This design comes from an exercise in tuning for small area on the open sky130 flow, not from production work.
The RTL was checked by simulation tests, not by an equivalence proof against the original design.

### config.mk
export PLATFORM = sky130hd
export DESIGN_NAME = ds_frame_rx
export DESIGN_NICKNAME = ds_frame_rx
export VERILOG_FILES = /design/flow/design.v
export SDC_FILE = /design/flow/constraint.sdc
export NUM_CORES = 4
export LEC_CHECK = 0
export CAP_MARGIN = 20
export CORE_MARGIN = 2
export CORE_UTILIZATION = 65
export PLACE_DENSITY = 0.8
export SLEW_MARGIN = 20
### constraint.sdc
create_clock -name core_clock -period 50.0 [get_ports {clk}]
set_input_delay 10.0000 -clock core_clock [delete_from_list [all_inputs] [get_ports {clk}]]
set_output_delay 10.0000 -clock core_clock [all_outputs]
set_load 0.01 [all_outputs]
### design.v
module ds_frame_rx (
    input  wire         clk,
    input  wire         rst,         
    input  wire         lock,        
    input  wire         in_valid,    
    input  wire         in_hdr,      
    input  wire [255:0] in_body,     
    output reg          out_valid,
    output reg  [1:0]   out_type,    
    output reg  [255:0] out_body,
    output wire [31:0]  out_fn,
    output wire [1:0]   state,       
    output reg          ev_sync_gained,
    output reg          ev_oof_entered,
    output reg          ev_hdr_bad,
    output reg          ev_hdr_invalid,
    output reg          ev_faw_bad,
    output reg          ev_fn_jump,
    output reg          ev_false_cand,
    output reg          ev_cand_ovf,
    output reg          ev_err_block,
    output reg          ev_bip_err,
    output reg  [4:0]   bip_bits
);
    localparam [1:0] ST_HUNT = 2'd0, ST_PRESYNC = 2'd1, ST_SYNC = 2'd2, ST_OOF = 2'd3;
    localparam [12:0] FRAME_LAST = 13'd7999;
    localparam [31:0] FN_LAST    = 32'd4292607999;
    localparam [55:0] TYPE_FAW   = 56'h1E5B3C96E1A47D;
    reg  [1:0]  st;
    reg  [12:0] bc;             
    reg  [25:0] cq_p01;
    reg  [63:0] cq_n01;
    wire [51:0] cq_p = {out_body[25:13], out_body[12:0], cq_p01};
    wire [127:0] cq_n = {out_body[199:168], out_body[231:200], cq_n01};
    reg  [1:0]  cq_rd;          
    reg  [2:0]  cq_n_used;      
    reg  [31:0] cur_fn;         
    reg         cur_hv;         
    wire [6:0]  cur_g   = cq_p[6:0];     
    wire [1:0]  faw_cnt = cq_p[8:7];     
    wire        cur_oam = cq_p[9];       
    wire [30:0] scr     = cq_n[30:0];    
    wire [15:0] bip_acc = cq_n[47:32];   
    wire [7:0]  rx_type = in_body[255:248];
    wire [47:0] rx_faw  = in_body[247:200];
    wire [31:0] rx_fn   = in_body[199:168];
    wire        rx_es   = in_body[165];
    wire        rx_oam  = in_body[166];
    wire [6:0]  rx_g    = in_body[163:157];
    wire [15:0] rx_bip  = in_body[156:141];
    wire [14:0] rx_ptr  = in_body[140:126];
    wire [15:0] rx_hcrc = in_body[15:0];
    integer i;
    genvar gi;
    reg [15:0] crc;
    always @* begin
        crc = 16'hFFFF;
        for (i = 255; i >= 16; i = i - 1)
            crc = {crc[14:0], 1'b0} ^ ((crc[15] ^ in_body[i]) ? 16'h1021 : 16'h0000);
    end
    wire crc_ok = (crc == rx_hcrc);
    integer n;
    reg [63:0] f1, f2, f3;
    always @* begin
        f1 = 64'd0; f2 = 64'd0; f3 = 64'd0;
        for (i = 0; i < 56; i = i + 1) f1[i] = in_body[200 + i] ^ TYPE_FAW[i];
        for (n = 32; n >= 1; n = n / 2)
            for (i = 0; i < n; i = i + 1) begin
                f3[i] = f3[2*i] | f3[2*i+1] | (f2[2*i] & f1[2*i+1]) | (f1[2*i] & f2[2*i+1]);
                f2[i] = f2[2*i] | f2[2*i+1] | (f1[2*i] & f1[2*i+1]);
                f1[i] = f1[2*i] | f1[2*i+1];
            end
    end
    wire faw_good = !f3[0];
    wire [29:0] q    = rx_fn[31:2];
    wire [11:0] m1   = {2'd0, q[9:0]} + {2'd0, q[29:20]} + {2'd0, ~q[19:10]};  
    wire [10:0] m2   = {1'b0, m1[9:0]} + 11'd25 - {9'd0, m1[11:10]};           
    reg         m2_hit;
    always @* begin
        m2_hit = 1'b0;
        for (i = 23; i <= 1048; i = i + 25)
            if (m2 == i) m2_hit = 1'b1;
    end
    wire        fn_div100 = (rx_fn[1:0] == 2'd0) && m2_hit;
    wire        fn_ok   = (rx_fn <= FN_LAST);
    wire        es_ok   = (rx_es == fn_div100);
    wire        g_ok    = (rx_g <= 7'd64);
    wire [13:0] ptr_sum = {1'b0, rx_ptr[14:2]} + {7'd0, rx_g};
    wire        ptr_ok  = (&rx_ptr) || (ptr_sum < 14'd7997);
    wire        hv      = in_hdr && ({rx_type, rx_faw} == TYPE_FAW) &&
                          crc_ok && g_ok && fn_ok && es_ok && ptr_ok;
    wire        blk      = lock && in_valid;
    wire        in_sync  = (st == ST_SYNC);
    wire        in_oof   = (st == ST_OOF);
    wire        bc0      = (bc == 13'd0);
    wire        is_data  = in_sync && ({6'd0, cur_g} + 13'd2 < bc);
    wire        is_pre   = in_sync && !bc0 && !is_data;    
    wire [12:0] hd_p     = cq_p[13*cq_rd +: 13];
    wire [31:0] hd_n     = cq_n[32*cq_rd +: 32];
    wire        due      = (cq_n_used != 3'd0) && (hd_p == bc);
    wire        use_cur  = in_sync || (in_oof && bc0);
    wire [31:0] ref_fn   = use_cur ? cur_fn : hd_n;
    wire [31:0] ref_inc  = (ref_fn == FN_LAST) ? 32'd0 : ref_fn + 32'd1;
    wire        fn_match = (rx_fn == ref_inc);
    wire        oof_go   = in_sync && bc0 && !faw_good && (faw_cnt == 2'd3);
    wire        enter    = !in_sync && hv && fn_match && (due || (in_oof && bc0 && cur_hv));
    wire        pop      = due;
    wire        full     = (cq_n_used == 3'd4) && !pop;
    wire        push     = hv && !full;
    wire [1:0]  cq_wr    = cq_rd + cq_n_used[1:0];
    wire [31:0] fn_new   = hv ? rx_fn : ref_inc;
    wire [30:0] seed_x   = fn_new[30:0] ^ 31'h55555555;
    wire [30:0] seed     = seed_x | {31{seed_x == 31'd0}};
    wire [30:0] scr_m = scr & {31{is_data}};
    wire [286:0] seq;
    wire [255:0] ks;
    wire [30:0]  scr_adv;
    generate
        for (gi = 0; gi < 31; gi = gi + 1) begin : g_seq_init
            assign seq[gi] = scr_m[30 - gi];
            assign scr_adv[gi] = seq[286 - gi];
        end
        for (gi = 31; gi < 287; gi = gi + 1) begin : g_seq
            assign seq[gi] = seq[gi - 31] ^ seq[gi - 28];
            assign ks[255 - (gi - 31)] = seq[gi];
        end
    endgenerate
    reg [15:0] fold;
    always @* begin
        fold = 16'd0;
        for (i = 0; i < 16; i = i + 1)
            fold = fold ^ in_body[16*i +: 16];
    end
    wire [15:0] bip_diff = rx_bip ^ bip_acc;
    reg  [4:0]  bip_pop;
    always @* begin
        bip_pop = 5'd0;
        for (i = 0; i < 16; i = i + 1)
            bip_pop = bip_pop + {4'd0, bip_diff[i]};
    end
    wire hdr_chk  = blk && st[1] && bc0;              
    wire sync_hdr = blk && in_sync && bc0;
    wire bip_chk  = sync_hdr && hv && cur_hv;
    always @(posedge clk) begin
        out_valid      <= !rst && blk && (enter || (in_sync && (bc0 ? hv :
                                          is_data || (bc < 13'd3 ? cur_oam : cur_hv))));
        out_type       <= (enter || bc0) ? 2'd3 : is_data ? 2'd0 : (bc < 13'd3) ? 2'd1 : 2'd2;
        ev_sync_gained <= !rst && blk && enter;
        ev_oof_entered <= !rst && blk && oof_go;
        ev_hdr_bad     <= !rst && hdr_chk && !hv;
        ev_hdr_invalid <= !rst && hdr_chk && !hv && crc_ok;
        ev_faw_bad     <= !rst && sync_hdr && !faw_good && (faw_cnt != 2'd3);
        ev_fn_jump     <= !rst && sync_hdr && hv && !fn_match;
        ev_false_cand  <= !rst && blk && !in_sync && due && !enter;
        ev_cand_ovf    <= !rst && blk && !in_sync && !enter && hv && full;
        ev_err_block   <= !rst && blk && in_sync && (in_hdr == is_data);
        bip_bits       <= (!rst && bip_chk) ? bip_pop : 5'd0;
        ev_bip_err     <= !rst && bip_chk && (bip_diff != 16'd0);
    end
    always @(posedge clk) begin
        if (rst || !lock) begin
            st        <= ST_HUNT;
            bc        <= 13'd0;
            cq_n_used <= 3'd0;
            cq_rd     <= 2'd0;
        end else if (blk) begin
            bc <= enter ? 13'd1 : (bc == FRAME_LAST) ? 13'd0 : bc + 13'd1;
            if (in_sync) begin
                if (oof_go) st <= ST_OOF;
            end else if (enter) begin
                st        <= ST_SYNC;
                cq_n_used <= 3'd0;
            end else begin
                cq_rd     <= cq_rd + {1'b0, pop};
                cq_n_used <= cq_n_used - {2'd0, pop} + {2'd0, push};
                if (!in_oof)
                    st <= (hv || (cq_n_used != {2'd0, pop})) ? ST_PRESYNC : ST_HUNT;
            end
        end
    end
    wire ld_hdr  = blk && ((st[1] && bc0) || enter);
    wire sync_bk = blk && (in_sync || enter);    
    always @(posedge clk) begin
        if (ld_hdr) begin
            cur_fn  <= fn_new;
            cur_hv  <= hv && !oof_go;
        end
    end
    wire [3:0] cq_we;
    genvar gk;
    generate
        for (gk = 0; gk < 4; gk = gk + 1) begin : g_we
            assign cq_we[gk] = blk && !in_sync && push && (cq_wr == gk);
        end
    endgenerate
    wire        oam_d    = sync_bk ? (hv && rx_oam) : bc[9];
    wire        oam_en   = sync_bk ? (bc0 || enter) : cq_we[0];
    wire [6:0]  g_d      = sync_bk ? rx_g : bc[6:0];
    wire        g_en     = sync_bk ? ((bc0 || enter) && hv) : cq_we[0];
    wire [1:0]  faw_d    = sync_bk ? ((in_sync && !faw_good) ? faw_cnt + 2'd1 : 2'd0) : bc[8:7];
    wire        faw_en   = sync_bk ? (bc0 || enter) : cq_we[0];
    wire [30:0] scr_d    = sync_bk ? (is_data ? scr_adv : seed) : rx_fn[30:0];
    wire        scr_en   = sync_bk ? (bc0 || enter || is_data) : cq_we[0];
    wire [15:0] bip_d    = sync_bk ? ((bip_acc ^ fold) & {16{is_data}}) : rx_fn[15:0];
    wire        bip_en   = sync_bk ? !is_pre : cq_we[1];
    always @(posedge clk) begin
        if (cq_we[0]) begin
            cq_p01[12:10] <= bc[12:10];
            cq_n01[31]    <= rx_fn[31];
        end
        if (oam_en) cq_p01[9]      <= oam_d;
        if (faw_en) cq_p01[8:7]    <= faw_d;
        if (g_en)   cq_p01[6:0]    <= g_d;
        if (scr_en) cq_n01[30:0]   <= scr_d;
        if (cq_we[1]) begin
            cq_p01[25:13] <= bc;
            cq_n01[63:48] <= rx_fn[31:16];
        end
        if (bip_en) cq_n01[47:32]  <= bip_d;
    end
    wire [255:0] ob_d    = in_body ^ ks;
    wire         ob_load = in_sync || (blk && enter);
    always @(posedge clk) begin
        out_body[255:232] <= ob_d[255:232];
        out_body[167:26]  <= ob_d[167:26];
        if (ob_load || cq_we[2]) begin
            out_body[231:200] <= ob_load ? ob_d[231:200] : rx_fn;
            out_body[12:0]    <= ob_load ? ob_d[12:0]    : bc;
        end
        if (ob_load || cq_we[3]) begin
            out_body[199:168] <= ob_d[199:168];
            out_body[25:13]   <= ob_load ? ob_d[25:13]   : bc;
        end
    end
    assign out_fn = cur_fn;
    assign state  = st;
endmodule
### flow/run.sh
#!/bin/bash
# Own layout flow: the standard flow (standard.sh) with
#  - synthesis through flow/my_synth.tcl (synth_recipe.tcl with an
#    area-oriented ABC mapping script, flow/area.script);
#  - the port buffers made from the smallest buffer, buf_1;
#  - clock tree synthesis with larger sink clusters and no dummy loads.
set -euo pipefail
export MY_WORK_DIR=$PWD
export MY_FLOW_DIR=$PWD/flow
bash standard.sh SYNTH_SCRIPT=$PWD/flow/my_synth.tcl \
  "BUFFER_PORTS_ARGS=-buffer_cell sky130_fd_sc_hd__buf_1" \
  "CTS_ARGS=-sink_clustering_enable -repair_clock_nets -dont_use_dummy_load -sink_clustering_size ${CTS_SINKS:-20} -sink_clustering_max_diameter 100 -buf_list sky130_fd_sc_hd__clkbuf_16" \
  finish > $PWD/flow.log 2>&1
### flow/area.script
&get -n
&st
&dch
&nf -R 1000 -p
&st
&dch
&nf -R 1000 -p
&put
### flow/my_synth.tcl
# The standard synthesis (synth_recipe.tcl), with ABC's technology mapping
# run by an area-oriented script that keeps the XOR structure of the RTL,
# and without the 3-input XOR cells. Registers are mapped before ABC runs,
# so they are the standard synthesis's.
proc abc {args} {
  set i [lsearch $args -script]
  if {$i >= 0} { lset args [expr {$i + 1}] [file join $::env(MY_FLOW_DIR) area.script] }
  foreach c {xor3_1 xor3_2 xor3_4 xnor3_1 xnor3_2 xnor3_4} {
    lappend args -dont_use sky130_fd_sc_hd__$c
  }
  puts "abc (own flow): $args"
  yosys abc {*}$args
}
source [file join $::env(MY_WORK_DIR) synth_recipe.tcl]
### standard.sh
#!/bin/bash
# synth_recipe.tcl (not shown) runs the flow's synth.tcl, then flattens the netlist and writes it again
# the make line also repeats each setting of config.mk as NAME=value (left out here)
make -C /OpenROAD-flow-scripts/flow DESIGN_CONFIG=/design/flow/config.mk WORK_HOME=/design/flow/orfs CLKGATE_MAP_FILE= SYNTH_SCRIPT=/design/flow/synth_recipe.tcl "${@:-finish}"
==> impl_metrics.yaml, run 1 <==
outcome:
  status: "no timing/DRC/antenna violations"
die:
  coreArea_um2: 50300
  dieArea_um2: 52800
  die_w_um: 230
  die-height_um: 230
  start_util: 0.660
  num_io_pins: 569
  std_cell_rows: 82
sta:
  hold_viol_final: 0
  fin_skew_ps: 102
  rsz0062_at_grt: "false"
  max_freq_mhz: 29.2
  slew_headroom: 0.0925
  drv_slew: 0
  setup_viol: 0
  setup-tns-final_ps: 0
  min_period_over_period: 0.686
  timing.final.crit_period_ps: 34290
  tightest_slew_ps: 1360
clocking:
  clk_pin_slew_ps: 90
  root_buffer: "clkbuf_16"
  cts_buffers: 26
  ctsHtreeMaxLevel: 1
  cts_resized: 0
  cts.sinks: 417
  clk-insertion-delay-late_ps: 650
  ctsHoldBuffers: 0
  clockBufferDepth: 3
  cts_setup_buffers: 0
  cts_tree: "yes"
routing:
  vias_per_cell: 6.76
  first_iter_violations: 5574
  dr.pass1.iters: 14
  ant_nets: 0
  vias: 31286
  drc_errors: 0
  routed_wl_um: 156000
  wire_per_inst_um: 33.8
logic_synthesis:
  synthTopCellsByArea: "xnor2_1 (29%), edfxtp_1 (19%), dfxtp_1 (12%)"
  synth.most_common_cell: "xnor2_1"
  synth_adder_area_share: 0.0330
  avgSynthCellArea_um2: 9.84
  async_flop_share: 0
  synth_mux_area_frac: 0.0472
  synth_compound_area_frac: 0.0746
  yosys.area.top_type: "xnor2_1"
  yosys.area_share.simple: 0.0880
  synth_edf_count: 213
  synth_seq_cells: 417
  synth_top_family_by_area: "XOR/XNOR gates"
  synth_top_area_frac: 0.289
  synthXorXnorAreaFrac: 0.408
  syn_inst: 3370
  yosysSeqAreaShare: 0.316
  netlist_area_um2: 33200
  yosys_warnings: 1
  synth_top_flop_cell: "edfxtp_1"
  synth_commonest_cells: "xnor2_1 (1095), xor2_1 (449), nand2_1 (219)"
  syn_nets: 3704
  yosysUniqueCellTypes: 64
cells_and_area:
  fin_cells: 4630
  layout-drive-gt1-share: 0.0422
  fillers: 3652
  area_growth_pct: 11.1
  nets: 4289
job:
  maxCapViolCount: 0
global_routing:
  grt_pass1_vias: 30144
  antenna_found_initial: 7
  track_usage: 0.575
  grt_pass1_wl_um: 215000
  overflow: 0
  grt_max_degree: 68
setup_path:
  critPathRequiredTime_ps: 50260
  critPathKind: "in2reg"
  cp-end-kind: "register"
  worst_path_largest_cell_delay_ps: 820
  cp_common_cell: "xnor2_1"
  rrSetupSlack_ps: 39510
  path_max_fanout: 32
  critPathArrivalTime_ps: 34540
  critPathLaunchType: "input port"
  slowest_stage: "a31oi_2"
placement:
  place.gp.congestion: 1.12
  dp_hpwl_um: 123000
  io_buffers: 568
  numPlacedInstances: 4599
hold_path:
  hold_class: "reg2reg"
layer usage:
| metal | vias up | part of all wire | track usage |
|---|---|---|---|
| li1 | 12437 | - | - |
| met1 | 14279 | 0.32 | 0.656 |
| met2 | 3449 | 0.39 | 0.798 |
| met3 | 1119 | 0.18 | 0.285 |
| met4 | 2 | 0.11 | 0.486 |
| met5 | - | 0.00075 | 0.0175 |
through the flow:
step                      setup slack, ps  cell area [µm²]  hold slack (ps)   util
final                               15710            36800              538  0.733
after global routing                14560            36800              568  0.732
after CTS                           16450            36800              539  0.732
after detailed placement            15970            36100              528  0.719
after global placement              16340            36100              511  0.719
after floorplan                     14220            33200              488      -
registers in the layout, indices dropped and copies added, names as in the netlist, 2 cells and up:
| signal | count |
|---|---|
| out_body | 256 |
| cq_n01 | 64 |
| cur_fn | 32 |
| cq_p01 | 26 |
| bc | 13 |
| bip_bits | 5 |
| cq_n_used | 3 |
| cq_rd | 2 |
| out_type | 2 |
| st | 2 |
cell usage in the layout (no fill, tap or decap), types with 41 or more instances in the layout:
cell,instances
o22ai_1,51
a21oi_1,123
dfxtp_1,202
nand2_1,219
buf_1,568
xnor2_1,1094
o21ai_0,128
buf_4,79
mux2i_1,44
clkinv_1,115
ha_1,49
nor3_1,41
nor2_1,136
xor2_1,447
mux4_2,45
edfxtp_1,213
final timing paths:
check	start	end	cells after the start
worst max-delay path	in_body[252]	cq_n01[47]	72
worst min-delay path	cq_n_used[0]	cq_n_used[0]	2
worst max register to register	bc[1]	cq_n01[47]	31
worst min register to register	cq_n_used[0]	cq_n_used[0]	2
cell type report:
class / count / area, µm² / share of cell area
Multi-Input combinational cell: 2748 / 21700 / 0.589
Sequential cell: 417 / 10500 / 0.285
Timing Repair Buffer: 647 / 2730 / 0.0740
Tap cell: 672 / 841 / 0.0228
Clock buffer: 26 / 651 / 0.0177
Inverter: 115 / 432 / 0.0117
Antenna cell: 5 / 12.5 / 0.000340
worst max-delay path, delay by kind of cell:
family	cells	cell delay [ps]
AO/OA/AOI/OAI	3	1170
AND/OR/NAND/NOR	8	2170
buffers and inverters	2	810
XOR/XNOR	59	20350
logic make-up (layout without fill, tap and decap cells):
group	Yosys count	count (layout)
fa+ha+maj	73	73
other cells	0	5
mux	99	99
simple gates	616	616
buf+inv	205	788
flops	417	417
compound gates	416	416
xor+xnor	1544	1544
==> run 2, diff against run 1 <==
--- a/design.v
+++ b/design.v
@@ -98,6 +98,9 @@
     wire [12:0] hd_p     = cq_p[13*cq_rd +: 13];
-    wire [31:0] hd_n     = cq_n[32*cq_rd +: 32];
     wire        due      = (cq_n_used != 3'd0) && (hd_p == bc);
     wire        use_cur  = in_sync || (in_oof && bc0);
-    wire [31:0] ref_fn   = use_cur ? cur_fn : hd_n;
+    wire [4:0]  ref_sel  = {!use_cur && cq_rd == 2'd3, !use_cur && cq_rd == 2'd2,
+                            !use_cur && cq_rd == 2'd1, !use_cur && cq_rd == 2'd0, use_cur};
+    wire [31:0] ref_fn   = ({32{ref_sel[0]}} & cur_fn)       | ({32{ref_sel[1]}} & cq_n[31:0]) |
+                           ({32{ref_sel[2]}} & cq_n[63:32])  | ({32{ref_sel[3]}} & cq_n[95:64]) |
+                           ({32{ref_sel[4]}} & cq_n[127:96]);
     wire [31:0] ref_inc  = (ref_fn == FN_LAST) ? 32'd0 : ref_fn + 32'd1;
--- a/config.mk
+++ b/config.mk
@@ -10,2 +10,3 @@
 export CORE_UTILIZATION = 65
+export GPL_TIMING_DRIVEN = 0
 export PLACE_DENSITY = 0.8
==> run 2 against run 1 <==
  * Setup slack lost 2200 ps
  * Cell count grew 3.1%
  * Die area shrank 0.73%
  * Still clean
  * Cell area grew 1.2%
  * Routed wire length grew 0.87%
  * Largest cell class unchanged
  * Fmax shrank 6.0%
  * Non-clock buffer count grew 46
  * Critical path depth shrank 1
  * First-iteration DRC count grew 13%
==> impl_metrics.yaml, run 2 <==
outcome:
  status: "no timing/DRC/antenna violations"
logic_synthesis:
  yosys.area.top_type: "xnor2_1"
  yosysSeqAreaShare: 0.318
  synth.most_common_cell: "xnor2_1"
  yosysUniqueCellTypes: 60
  synth_seq_cells: 417
  netlist_area_um2: 32900
  syn_nets: 3797
  synth_edf_count: 213
  synth_top_flop_cell: "edfxtp_1"
  synth_top_area_frac: 0.291
  syn_inst: 3463
  synthTopCellsByArea: "xnor2_1 (29%), edfxtp_1 (19%), dfxtp_1 (12%)"
  synth_commonest_cells: "xnor2_1 (1093), xor2_1 (462), nand2_1 (283)"
  async_flop_share: 0
  avgSynthCellArea_um2: 9.50
  yosys_warnings: 1
cells_and_area:
  top_regs: "out_body (256), cq_n01 (64), cur_fn (32)"
  largest_reg_flops: 256
  final_cell_mix: "xnor2_1 (1084), buf_1 (567), xor2_1 (458)"
  nets: 4428
  regMostFlops: "out_body"
  layout-drive-gt1-share: 0.0472
  fin_cells: 4772
  final_common_cell: "xnor2_1"
  final_area_um2: 37300
  fillers: 3652
  area_growth_pct: 13.3
sta:
  min_period_over_period: 0.730
  timing.final.crit_period_ps: 36490
  worst_slack_ps: 13510
  timing.hold.ws_ps: 537
  drv_slew: 0
  slew_headroom: 0.0911
  hold_viol_final: 0
  fin_skew_ps: 57.6
  setup_viol: 0
  rsz0062_at_grt: "false"
  tightest_slew_ps: 1360
  max_freq_mhz: 27.4
die:
  coreArea_um2: 50100
  num_io_pins: 569
  dieArea_um2: 52500
  start_util: 0.657
  std_cell_rows: 82
  die-height_um: 229
  die_w_um: 229
placement:
  dp_hpwl_um: 126000
  place_area_um2: 36500
  pre_cts_ws_ps: 13980
  numPlacedInstances: 4735
  io_buffers: 568
  place.gp.congestion: 1.13
setup_path:
  critPathLaunchType: "input port"
  critPathRequiredTime_ps: 50220
  slowest_stage: "nor4b_1"
  critPathKind: "in2reg"
  critPathArrivalTime_ps: 36700
  cp_common_cell: "xnor2_1"
  worst_path_largest_cell_delay_ps: 1000
  path_max_fanout: 31
  cp-end-kind: "register"
global_routing:
  grt_pass1_vias: 30775
  antenna_found_initial: 8
  overflow: 0
  track_usage: 0.578
  grt_pass1_wl_um: 217000
  grt_max_degree: 40
clocking:
  ctsHoldBuffers: 0
  clk-insertion-delay-late_ps: 640
  clk_pin_slew_ps: 80
  cts_tree: "yes"
  cts.sinks: 417
  cts_buffers: 26
  ctsHtreeMaxLevel: 1
  cts_resized: 0
  root_buffer: "clkbuf_16"
  cts_setup_buffers: 0
  clockBufferDepth: 3
job:
  maxCapViolCount: 0
routing:
  first_iter_violations: 6302
  ant_nets: 0
  dr.pass1.iters: 11
  vias: 32619
  vias_per_cell: 6.84
  routed_wl_um: 158000
  drc_errors: 0
  wire_per_inst_um: 33.0
hold_path:
  hold_class: "reg2reg"
-- run 2: through the flow --
| stage | utilization | setup TNS [ps] |
|---|---|---|
| after floorplan | - | 0 |
| final | 0.745 | 0 |
| after global routing | 0.745 | 0 |
| after detailed placement | 0.729 | 0 |
| after global placement | 0.717 | -11080 |
| after CTS | 0.742 | 0 |
-- run 2: final timing paths --
path                              startpoint         to  slack (ps)  cells after the start
worst max-delay path            in_body[253]  cq_n01[5]       13510                     71
worst min-delay path                   st[1]      st[1]         540                      2
worst max register to register         bc[0]  cq_n01[5]       37030                     33
worst min register to register         st[1]      st[1]         540                      2
-- run 2: routing by layer --
metal / share of wire / global-route usage / vias up
li1: - / - / 12988
met1: 0.32 / 0.691 / 14842
met2: 0.39 / 0.795 / 3631
met3: 0.18 / 0.254 / 1150
met4: 0.11 / 0.475 / 8
met5: 0.0017 / 0.0221 / -
-- run 2: final cells by class --
| class | instances | area [µm²] | area share |
|---|---|---|---|
| Multi-Input combinational cell | 2874 | 21700 | 0.582 |
| Sequential cell | 417 | 10500 | 0.281 |
| Timing Repair Buffer | 603 | 2610 | 0.0699 |
| Tap cell | 672 | 841 | 0.0226 |
| Buffer | 90 | 676 | 0.0181 |
| Clock buffer | 26 | 651 | 0.0174 |
| Inverter | 82 | 308 | 0.00826 |
| Antenna cell | 8 | 20.0 | 0.000537 |
-- run 2: worst max-delay path, delay by kind of cell --
kind,cells,cell delay (ps)
XOR/XNOR,58,20970
buffers and inverters,3,1500
AO/OA/AOI/OAI,3,640
AND/OR/NAND/NOR,7,3500
-- run 2: kinds of logic after synthesis --
kind of cell | after synthesis | share of synthesized area
AND/OR/NAND/NOR | 723 | 0.103
XOR/XNOR | 1555 | 0.414
adder cells (fa/ha/maj) | 74 | 0.0335
flip-flops | 417 | 0.318
AO/OA/AOI/OAI | 512 | 0.0987
buffers and inverters | 172 | 0.0299
multiplexers | 10 | 0.00308
==> run 3, diff against run 2 <==
--- a/design.v
+++ b/design.v
@@ -97,3 +97,5 @@
     wire        is_pre   = in_sync && !bc0 && !is_data;    
-    wire [12:0] hd_p     = cq_p[13*cq_rd +: 13];
+    wire [3:0]  hd_sel   = {cq_rd == 2'd3, cq_rd == 2'd2, cq_rd == 2'd1, cq_rd == 2'd0};
+    wire [12:0] hd_p     = ({13{hd_sel[0]}} & cq_p[12:0])  | ({13{hd_sel[1]}} & cq_p[25:13]) |
+                           ({13{hd_sel[2]}} & cq_p[38:26]) | ({13{hd_sel[3]}} & cq_p[51:39]);
     wire        due      = (cq_n_used != 3'd0) && (hd_p == bc);
--- a/config.mk
+++ b/config.mk
@@ -10,3 +10,2 @@
 export CORE_UTILIZATION = 65
-export GPL_TIMING_DRIVEN = 0
 export PLACE_DENSITY = 0.8
==> run 3 against run 2 <==
  * Fmax increased by 8.2%
  * Critical path depth is 3 higher
  * Non-clock buffer count decreased by 29
  * Die area shrank 0.78%
  * Largest cell class unchanged
  * First-iteration DRC count is 1.9% lower
  * Core utilization decreased by 1.3 points
  * Via count fell by 4.3%
  * Synthesized cell count fell by 2.2%
  * Register-to-register slack improved by 2000 ps
  * Still clean
  * Global-route usage decreased by 0.27 points
  * Count of clock-buffer cells in the layout stayed put
  * Critical path type unchanged
==> impl_metrics.yaml, run 3 <==
outcome:
  status: "no timing/DRC/antenna violations"
clocking:
  clk_pin_slew_ps: 90
  cts_setup_buffers: 0
  cts_buffers: 26
  cts.sinks: 417
  cts_tree: "yes"
  ctsHtreeMaxLevel: 1
  cts_resized: 0
  clk-insertion-delay-late_ps: 620
  root_buffer: "clkbuf_16"
  clockBufferDepth: 3
  ctsHoldBuffers: 0
die:
  coreArea_um2: 49900
  num_io_pins: 569
  dieArea_um2: 52000
  die-height_um: 228
  die_w_um: 228
  std_cell_rows: 82
  start_util: 0.655
setup_path:
  path_max_fanout: 47
  cp-end-kind: "register"
  critPathLaunchType: "input port"
  slowest_stage: "nor4_1"
  critPathKind: "in2reg"
  cp_common_cell: "xnor2_1"
  worst_path_largest_cell_delay_ps: 710
  critPathArrivalTime_ps: 34160
  critPathRequiredTime_ps: 50430
  rr_worst_depth: 36
sta:
  hold_viol_final: 0
  worst_slack_ps: 16270
  max_freq_mhz: 29.6
  fin_skew_ps: 42.6
  drv_slew: 0
  timing.hold.ws_ps: 539
  rsz0062_at_grt: "false"
  slew_headroom: 0.0585
  tightest_slew_ps: 1400
  min_period_over_period: 0.675
  setup-tns-final_ps: 0
  setup_viol: 0
  timing.final.crit_period_ps: 33730
logic_synthesis:
  yosys_warnings: 1
  yosysUniqueCellTypes: 59
  synth_top_area_frac: 0.288
  netlist_area_um2: 32700
  synth_commonest_cells: "xnor2_1 (1072), xor2_1 (459), nand2_1 (238)"
  avgSynthCellArea_um2: 9.64
  async_flop_share: 0
  synth.most_common_cell: "xnor2_1"
  synth_top_flop_cell: "edfxtp_1"
  yosysSeqAreaShare: 0.321
  synth_seq_cells: 417
  yosys.area.top_type: "xnor2_1"
  synth_edf_count: 213
  syn_inst: 3388
  syn_nets: 3722
  synthTopCellsByArea: "xnor2_1 (29%), edfxtp_1 (20%), dfxtp_1 (13%)"
global_routing:
  antenna_found_initial: 8
  grt_pass1_wl_um: 213000
  overflow: 0
  grt_max_degree: 67
  track_usage: 0.575
  grt_pass1_vias: 29510
routing:
  ant_nets: 0
  dr.pass1.iters: 12
  routed_wl_um: 155000
  drc_errors: 0
  first_iter_violations: 6181
  wire_per_inst_um: 33.1
  vias: 31229
  vias_per_cell: 6.69
cells_and_area:
  layout-drive-gt1-share: 0.0351
  regMostFlops: "out_body"
  area_growth_pct: 11.7
  fin_cells: 4667
  largest_reg_flops: 256
  final_cell_mix: "xnor2_1 (1068), buf_1 (568), xor2_1 (459)"
  top_regs: "out_body (256), cq_n01 (64), cur_fn (32)"
  final_common_cell: "xnor2_1"
  fillers: 3737
  nets: 4324
hold_path:
  hold_class: "reg2reg"
  worstHoldPathCells: 2
placement:
  io_buffers: 568
  pre_cts_ws_ps: 16280
  place.gp.congestion: 1.15
  dp_hpwl_um: 123000
  numPlacedInstances: 4634
job:
  maxCapViolCount: 0
## run 3: layout make-up
class	instances	area (µm²)	share of cell area
antenna	7	17.5	0.000480
clock buffer	26	651	0.0178
inverter	85	319	0.00875
multi-input combinational	2796	21300	0.584
sequential	417	10500	0.287
tap	672	841	0.0231
timing repair buffer	664	2850	0.0782
## run 3: logic make-up after synthesis
logic type,Yosys count,synth area share
xor gates and xnor gates,1531,0.411
and+or+nand+nor,656,0.0963
AOI/OAI and AO/OA,512,0.100
DFF,417,0.321
buffers and inverters,175,0.0305
adders and majority gates,74,0.0338
muxes,23,0.00755
## run 3: per-stage QoR
stage,area (µm²),utilization
6_report,36500,0.731
5_1_grt,36500,0.731
3_5_place_dp,35800,0.717
2_1_floorplan,32700,-
3_3_place_gp,35800,0.717
4_1_cts,36400,0.730
## run 3: routing by layer
| layer | GRT usage | up-vias | part of all wire |
|---|---|---|---|
| met5 | 0 | - | 0.000091 |
| met4 | 0.489 | 2 | 0.11 |
| met3 | 0.260 | 976 | 0.17 |
| li1 | - | 12715 | - |
| met2 | 0.805 | 3205 | 0.39 |
| met1 | 0.667 | 14331 | 0.32 |
## run 3: final timing paths
kind	start	to	slack, ps
min reg2reg	st[1]	st[1]	540
min	st[1]	st[1]	540
max reg2reg	bc[8]	cq_n01[24]	39000
max	in_body[255]	cq_n01[13]	16270
## run 3: worst max-delay path: cells and delay by family
family | cells | cell delay, ps
muxes | 1 | 440
and+or+nand+nor | 8 | 2810
buffers and inverters | 3 | 1170
xor gates and xnor gates | 59 | 18960
AOI/OAI and AO/OA | 3 | 730

-- static timing again, ports no longer ideal --
How much do the figures lean on ideal ports? The routed layouts below were timed once more, with nothing changed but the port constraints. Step 1 sets driving cells, clkbuf_16 on the clock port and buf_2 on the other inputs (assumed; they add their load-dependent delay and slew). Step 2 adds t to the input delays and takes it off the output delays; t is the mean of the earliest and latest rising clock arrival at the registers after step 1. Input paths then give back, and output paths get back, about the clock's delay inside the block. a / b / c = ideal / step 1 / step 2; a / b = the first two.
| run | t (ns) | setup WS [ns] | hold slack, ns | worst setup path after step 2 |
|---|---|---|---|---|
| run 1 | 0.663 | 15.715 / 15.748 / 15.085 | 0.538 / 0.538 / 0.538 | input to register |
| run 2 | 0.669 | 13.510 / 13.543 / 12.874 | 0.537 / 0.537 / 0.537 | input to register |
| run 3 | 0.670 | 16.269 / 16.302 / 15.632 | 0.539 / 0.539 / 0.539 | input to register |
After both steps setup and hold are still met in every run listed. For run 3, which loses most, drivers alone change the setup slack by +0.033 ns; drivers and shift together by -0.637 ns.
